What follows belongs to an exercise in optimizing a design on an open flow for small area, a short achievable clock period and few clock cycles per item; a production flow would make more cautious choices.

==> 03-12 <==
Design rs72_decoder, start of the top module:
module rs72_decoder (
    input  wire        clk,
    input  wire        rst,
    input  wire        in_valid,
    output wire        in_ready,
    input  wire [7:0]  in_sym,
    input  wire        in_erase,
    output wire        out_valid,
    input  wire        out_ready,
    output wire        out_fail,
    output wire [2:0]  out_count,
    output wire [27:0] out_pos,
    output wire [31:0] out_mag,
    output wire [3:0]  out_loc
);
    localparam [7:0] ALPHA_71 = 8'hBC;    
    function [7:0] gmul(input [7:0] a, input [7:0] b);
        reg [7:0] acc;
        reg [7:0] sh;
        integer i;
        begin
            acc = 8'h00;
            sh  = a;
            for (i = 0; i < 8; i = i + 1) begin
                acc = acc ^ (sh & {8{b[i]}});
                sh  = {sh[6:0], 1'b0} ^ (sh[7] ? 8'h1D : 8'h00);
            end
            gmul = acc;
        end
    endfunction
    reg       in_ready_r;
    reg       v_r;
    reg [7:0] sym_r;
    reg       era_r;
    reg       rst_r;             
    always @(posedge clk) begin
        rst_r <= rst;
        sym_r <= in_sym;
        era_r <= in_erase;
        v_r   <= in_valid & in_ready_r & ~rst;
    end
    assign in_ready = in_ready_r;
    reg [7:0] xl;                
    reg [7:0] s1 [0:3];
    reg [2:0] ecnt;              
    reg [7:0] ex1 [0:3];
    wire       s1_last = (xl == 8'h01);
    wire [7:0] h0 = s1[0] ^ sym_r;
    wire [7:0] h1 = gmul(s1[1], 8'h02) ^ sym_r;
    wire [7:0] h2 = gmul(s1[2], 8'h04) ^ sym_r;
    wire [7:0] h3 = gmul(s1[3], 8'h08) ^ sym_r;
    wire [7:0] xl_step = gmul(xl, 8'h8E);
    wire       hand12 = v_r & s1_last;
  ...
clock: 25.0 ns
lec_check: 0
cap_margin: 20
core_margin: 2
core_utilization: 40
slew_margin: 20
run.sh (not shown) runs the stock make flow with config.mk's settings and CLKGATE_MAP_FILE= SYNTH_SCRIPT=/design/flow/synth_recipe.tcl, a recipe that flattens the netlist after the stock synthesis.
==> 04-22 (differences from 03-12) <==
--- a/flow/design.v
+++ b/flow/design.v
@@ -121,26 +121,26 @@
                     if (ecnt < 3'd5) ecnt <= ecnt + 3'd1;
                 end
             end
         end
     end
     localparam [5:0] PC_PRE = 6'd7,  PC_SIG0 = 6'd8, PC_SIG1 = 6'd14,
-                     PC_FLG = 6'd16, PC_LAM  = 6'd17, PC_OM = 6'd25,
+                     PC_LAM  = 6'd17, PC_OM = 6'd25,
                      PC_DEC = 6'd32;
     reg        s2_busy;          
     reg        s2_done;          
     reg        s2_fail;
     reg        s2_clean;
     reg  [5:0] pc;
     reg  [2:0] e2;               
     reg  [2:0] nq;               
     reg  [2:0] len2;             
     reg  [7:0] t  [0:3];         
     reg  [7:0] g  [1:4];         
     reg  [7:0] exq [0:3];        
-    reg  [7:0] sg [0:2];         
+    reg  [7:0] sg [0:1];         
     reg  [1:0] m1sel;
     reg  [3:0] m2sel;
     reg  [2:0] dsel;
     reg        acc;
     reg        we;
     always @* begin
@@ -155,13 +155,13 @@
         6'd6:  begin m1sel = 2'd0; m2sel = 4'd8; dsel = 3'd4; acc = 1'b1; end  
         6'd8:  begin m1sel = 2'd1; m2sel = 4'd2; dsel = 3'd4; acc = 1'b0; end  
         6'd9:  begin m1sel = 2'd2; m2sel = 4'd1; dsel = 3'd4; acc = 1'b1; end  
         6'd10: begin m1sel = 2'd1; m2sel = 4'd3; dsel = 3'd5; acc = 1'b0; end  
         6'd11: begin m1sel = 2'd2; m2sel = 4'd2; dsel = 3'd5; acc = 1'b1; end  
         6'd12: begin m1sel = 2'd2; m2sel = 4'd3; dsel = 3'd6; acc = 1'b0; end  
-        6'd13: begin m1sel = 2'd3; m2sel = 4'd2; dsel = 3'd6; acc = 1'b1; end  
+        6'd13: begin m1sel = 2'd0; m2sel = 4'd2; dsel = 3'd6; acc = 1'b1; end  
         6'd14: begin m1sel = 2'd1; m2sel = 4'd3; dsel = 3'd6; acc = 1'b0; end  
         6'd15: begin m1sel = 2'd2; m2sel = 4'd2; dsel = 3'd6; acc = 1'b1; end  
         6'd17: begin m1sel = 2'd1; m2sel = 4'd7; dsel = 3'd7; acc = 1'b0; end  
         6'd18: begin m1sel = 2'd2; m2sel = 4'd6; dsel = 3'd7; acc = 1'b1; end  
         6'd19: begin m1sel = 2'd1; m2sel = 4'd6; dsel = 3'd6; acc = 1'b0; end  
         6'd20: begin m1sel = 2'd2; m2sel = 4'd5; dsel = 3'd6; acc = 1'b1; end  
@@ -181,14 +181,13 @@
     end
     reg [7:0] m1, m2;
     always @* begin
         case (m1sel)
         2'd0: m1 = exq[0];
         2'd1: m1 = sg[0];
-        2'd2: m1 = sg[1];
-        default: m1 = sg[2];
+        default: m1 = sg[1];
         endcase
         case (m2sel)
         4'd0: m2 = t[0];
         4'd1: m2 = t[1];
         4'd2: m2 = t[2];
         4'd3: m2 = t[3];
@@ -197,13 +196,13 @@
         4'd6: m2 = g[3];
         4'd7: m2 = g[4];
         default: m2 = 8'h01;
         endcase
     end
     wire [7:0] prod;
-    rs72_gf_mul u_mul (.a(m1), .b(m2), .p(prod));
+    reg        q_act, q_put, q_loc;
     reg [7:0] dcur;
     always @* begin
         case (dsel)
         3'd0: dcur = t[0];
         3'd1: dcur = t[1];
         3'd2: dcur = t[2];
@@ -212,24 +211,21 @@
         3'd5: dcur = g[2];
         3'd6: dcur = g[3];
         default: dcur = g[4];
         endcase
     end
     wire [7:0] dnew = (acc ? dcur : 8'h00) ^ prod;
-    reg tz0, tz1, tz2, tz3, sz0, sz1, gz1, gz2, gz3;
-    always @(posedge clk) begin
-        tz0 <= (t[0] == 8'h00);
-        tz1 <= (t[1] == 8'h00);
-        tz2 <= (t[2] == 8'h00);
-        tz3 <= (t[3] == 8'h00);
-        sz0 <= (sg[0] == 8'h00);
-        sz1 <= (sg[1] == 8'h00);
-        gz1 <= (g[1] == 8'h00);
-        gz2 <= (g[2] == 8'h00);
-        gz3 <= (g[3] == 8'h00);
-    end
+    wire tz0 = (t[0] == 8'h00);
+    wire tz1 = (t[1] == 8'h00);
+    wire tz2 = (t[2] == 8'h00);
+    wire tz3 = (t[3] == 8'h00);
+    wire sz0 = (sg[0] == 8'h00);
+    wire sz1 = (sg[1] == 8'h00);
+    wire gz1 = (g[1] == 8'h00);
+    wire gz2 = (g[2] == 8'h00);
+    wire gz3 = (g[3] == 8'h00);
     wire clean = tz0 & tz1 & tz2 & tz3;
     reg  [1:0] dec_l;
     reg        dec_ok;
     always @* begin
         dec_l  = 2'd0;
         dec_ok = 1'b1;
@@ -252,13 +248,13 @@
         3'd3: dec_ok = tz3;
         default: dec_l = 2'd0;
         endcase
     end
     wire hand23;
     wire s2_busy_n = hand12 | (s2_busy & ~hand23);
-    wire s2_run = s2_busy & ~s2_done;
+    wire s2_run = s2_busy & ~s2_done & ~q_put;
     wire s2_fin = s2_run & (pc == 6'd31 ||
                   (pc == PC_DEC && (clean || !dec_ok || dec_l == 2'd0)));
     always @(posedge clk) begin
         if (rst) begin
             s2_busy <= 1'b0;
             s2_done <= 1'b0;
@@ -301,35 +297,31 @@
                     exq[0] <= exq[1]; exq[1] <= exq[2]; exq[2] <= exq[3];
                     nq <= nq - 3'd1;
                     pc <= (nq == 3'd1) ? PC_PRE : 6'd0;
                 end
                 PC_PRE: begin
                     case (e2)
-                    3'd0: begin sg[0] <= t[0]; sg[1] <= t[1]; sg[2] <= t[2]; end
-                    3'd1: begin sg[0] <= t[1]; sg[1] <= t[2]; sg[2] <= t[3]; end
-                    default: begin sg[0] <= t[2]; sg[1] <= t[3]; sg[2] <= 8'h00; end
+                    3'd0: begin sg[0] <= t[0]; sg[1] <= t[1]; exq[0] <= t[2]; end
+                    3'd1: begin sg[0] <= t[1]; sg[1] <= t[2]; end
+                    default: begin sg[0] <= t[2]; sg[1] <= t[3]; end
                     endcase
-                    pc <= (e2 == 3'd0) ? PC_SIG0 : (e2 == 3'd1) ? PC_SIG1 : PC_FLG;
+                    pc <= (e2 == 3'd0) ? PC_SIG0 : (e2 == 3'd1) ? PC_SIG1 : PC_DEC;
                 end
-                6'd13, 6'd15: pc <= PC_FLG;
-                PC_FLG: pc <= PC_DEC;
+                6'd13, 6'd15: pc <= PC_DEC;
                 PC_DEC: begin
                     len2 <= e2 + {1'b0, dec_l};
                     if (e2 <= 3'd1) begin g[3] <= 8'h00; g[4] <= 8'h00; end
                     if (e2 == 3'd0) begin
                         if (dec_l == 2'd2) begin
                             g[1] <= g[2]; g[2] <= g[3];
-                            sg[0] <= g[1]; sg[1] <= g[2]; sg[2] <= g[3];
+                            sg[0] <= g[1]; sg[1] <= g[2];
                         end else begin
                             g[1] <= 8'h00; g[2] <= 8'h00;
-                            sg[2] <= 8'h00;
                         end
                     end else if (dec_l == 2'd0) begin
-                        sg[0] <= 8'h01; sg[1] <= 8'h00; sg[2] <= 8'h00;
-                    end else begin
-                        sg[2] <= 8'h00;
+                        sg[0] <= 8'h01; sg[1] <= 8'h00;
                     end
                     if (clean || !dec_ok || dec_l == 2'd0) begin
                         s2_clean <= clean;
                         s2_fail  <= !clean && !dec_ok;
                     end
                     pc <= (dec_l == 2'd2) ? PC_OM : PC_LAM;
@@ -362,13 +354,12 @@
     wire [7:0] om_val  = c_w[0] ^ c_w[1] ^ c_w[2] ^ c_w[3];
     wire       is_root = (lam_val == 8'h00);
     wire [2:0] rcnt_n = rcnt + {2'b00, is_root};
     wire       c_last = (idx == 7'd2);
     reg        p_act, p_put, p_loc;
     reg  [7:0] p_den, p_om;
-    reg        q_act, q_put, q_loc;
     reg  [7:0] q_inv, q_om;
     wire [7:0] den_inv;
     rs72_gf_inv u_inv (.x(p_den), .y(den_inv));
     always @(posedge clk) begin
         p_put <= is_root & (om_val != 8'h00);
         p_loc <= c_e0 | (sig_val == 8'h00);
@@ -376,14 +367,14 @@
         p_om  <= om_val;
         q_put <= p_act & p_put;
         q_loc <= p_loc;
         q_inv <= den_inv;
         q_om  <= p_om;
     end
-    wire [7:0] yval;
-    rs72_gf_mul u_y (.a(q_om), .b(q_inv), .p(yval));
+    rs72_gf_mul u_mul (.a(q_put ? q_om : m1), .b(q_put ? q_inv : m2), .p(prod));
+    wire [7:0] yval = prod;
     wire       c_end = q_act & ~p_act;
     wire       c_bad = (rcnt != len3);
     wire       s3_run = c_act | p_act | q_act;
     always @(posedge clk) begin
         if (rst) begin
             c_act   <= 1'b0;
@@ -417,13 +408,13 @@
             len3  <= len2;
             c_s0  <= sg[0];
             c_s1  <= sg[1];
             c_e0  <= (e2 == 3'd0);
             for (k = 1; k <= 4; k = k + 1) c_l[k] <= g[k];
             for (k = 0; k < 4; k = k + 1) c_w[k] <= (k < len2) ? t[k] : 8'h00;
-        end else if (s3_run) begin
+        end else begin
             c_s1   <= gmul(c_s1,   8'h8E);
             c_l[1] <= gmul(c_l[1], 8'h8E);
             c_l[2] <= gmul(c_l[2], 8'h47);
             c_l[3] <= gmul(c_l[3], 8'hAD);
             c_l[4] <= gmul(c_l[4], 8'hD8);
             c_w[1] <= gmul(c_w[1], 8'h8E);
@@ -451,13 +442,13 @@
             end
         end
     end
     wire [7:0] xl_n = rst_r ? ALPHA_71 : (v_r ? (s1_last ? ALPHA_71 : xl_step) : xl);
     wire       near_end_n = (xl_n == 8'h02) | (xl_n == 8'h01);
     always @(posedge clk)
-        in_ready_r <= rst | ~s2_busy_n | ~near_end_n;
+        in_ready_r <= rst_r | ~s2_busy_n | ~near_end_n;
     assign out_valid = o_valid;
     assign out_fail  = o_fail;
     assign out_count = o_count;
     assign out_pos   = {o_pos[3], o_pos[2], o_pos[1], o_pos[0]};
     assign out_mag   = {o_mag[3], o_mag[2], o_mag[1], o_mag[0]};
     assign out_loc   = o_loc;
==> flow/flow/run.sh (new file) <==
#!/bin/bash
# Standard layout, with port buffers of type buf_4 instead of the default choice.
set -euo pipefail
bash standard.sh "BUFFER_PORTS_ARGS=-buffer_cell sky130_fd_sc_hd__buf_4" finish > standard_flow.log 2>&1
==> flow/standard.sh (new file) <==
#!/bin/bash
# synth_recipe.tcl (not shown) runs the flow's synth.tcl, then flattens the netlist and writes it again
# the make line also repeats each setting of config.mk as NAME=value (left out here)
make -C /OpenROAD-flow-scripts/flow DESIGN_CONFIG=/design/flow/config.mk WORK_HOME=/design/flow/orfs CLKGATE_MAP_FILE= SYNTH_SCRIPT=/design/flow/synth_recipe.tcl "${@:-finish}"
removed: flow/run.sh
==> notes <==
Of 04-22 and 03-12, 04-22 has the higher fmax (gap 6.3%, measured against 03-12). In 03-12 the register-to-register slack is higher than in 04-22, by 0.17 ns. Of 04-22 and 03-12, 03-12 has the higher first-iteration DRC count (gap 19%, measured against 03-12). Global-route usage: 03-12 is lower than 04-22 (0.90 points). Against 03-12, the area after synthesis of 04-22 is lower by 8.9%. Of 03-12 and 04-22, 03-12 has the higher routed wire length (gap 4.5%, measured against 04-22). Design area: 04-22 is lower than 03-12 (about 9%). In critical path depth, 03-12 and 04-22 do not differ. Against 03-12, the setup slack of 04-22 is higher by 0.39 ns.
No run of this note included a check of the RTL's function; only the layout flow was run.

[what the ideal ports hide]
The results above use ideal ports. As a check the final layouts listed here were re-extracted and re-timed, cells and wires unchanged.
Step 1, drivers: a clkbuf_16 drives clk and a buf_2 each remaining input, both assumed.
Step 2 adds t to the input delays and takes it off the output delays; t is the mean of the earliest and latest rising clock arrival at the registers after step 1. Input paths then give back, and output paths get back, about the clock's delay inside the block.
Slacks: ideal / step 1 / step 2; pairs: ideal / step 1.
run	shift t [ns]	setup WS [ns]	clock arrival spread, ns	worst slew at a driven data input, ns	pins driven straight from the clock port
03-12	0.653	18.464 / 18.406 / 18.026	0.028 / 0.027	0.03	1
04-22	0.639	18.850 / 18.791 / 18.875	0.022 / 0.022	0.03	1
After both steps every run listed still meets setup and hold. For 03-12, which loses most, drivers alone change the setup slack by -0.058 ns; drivers and shift together by -0.438 ns.
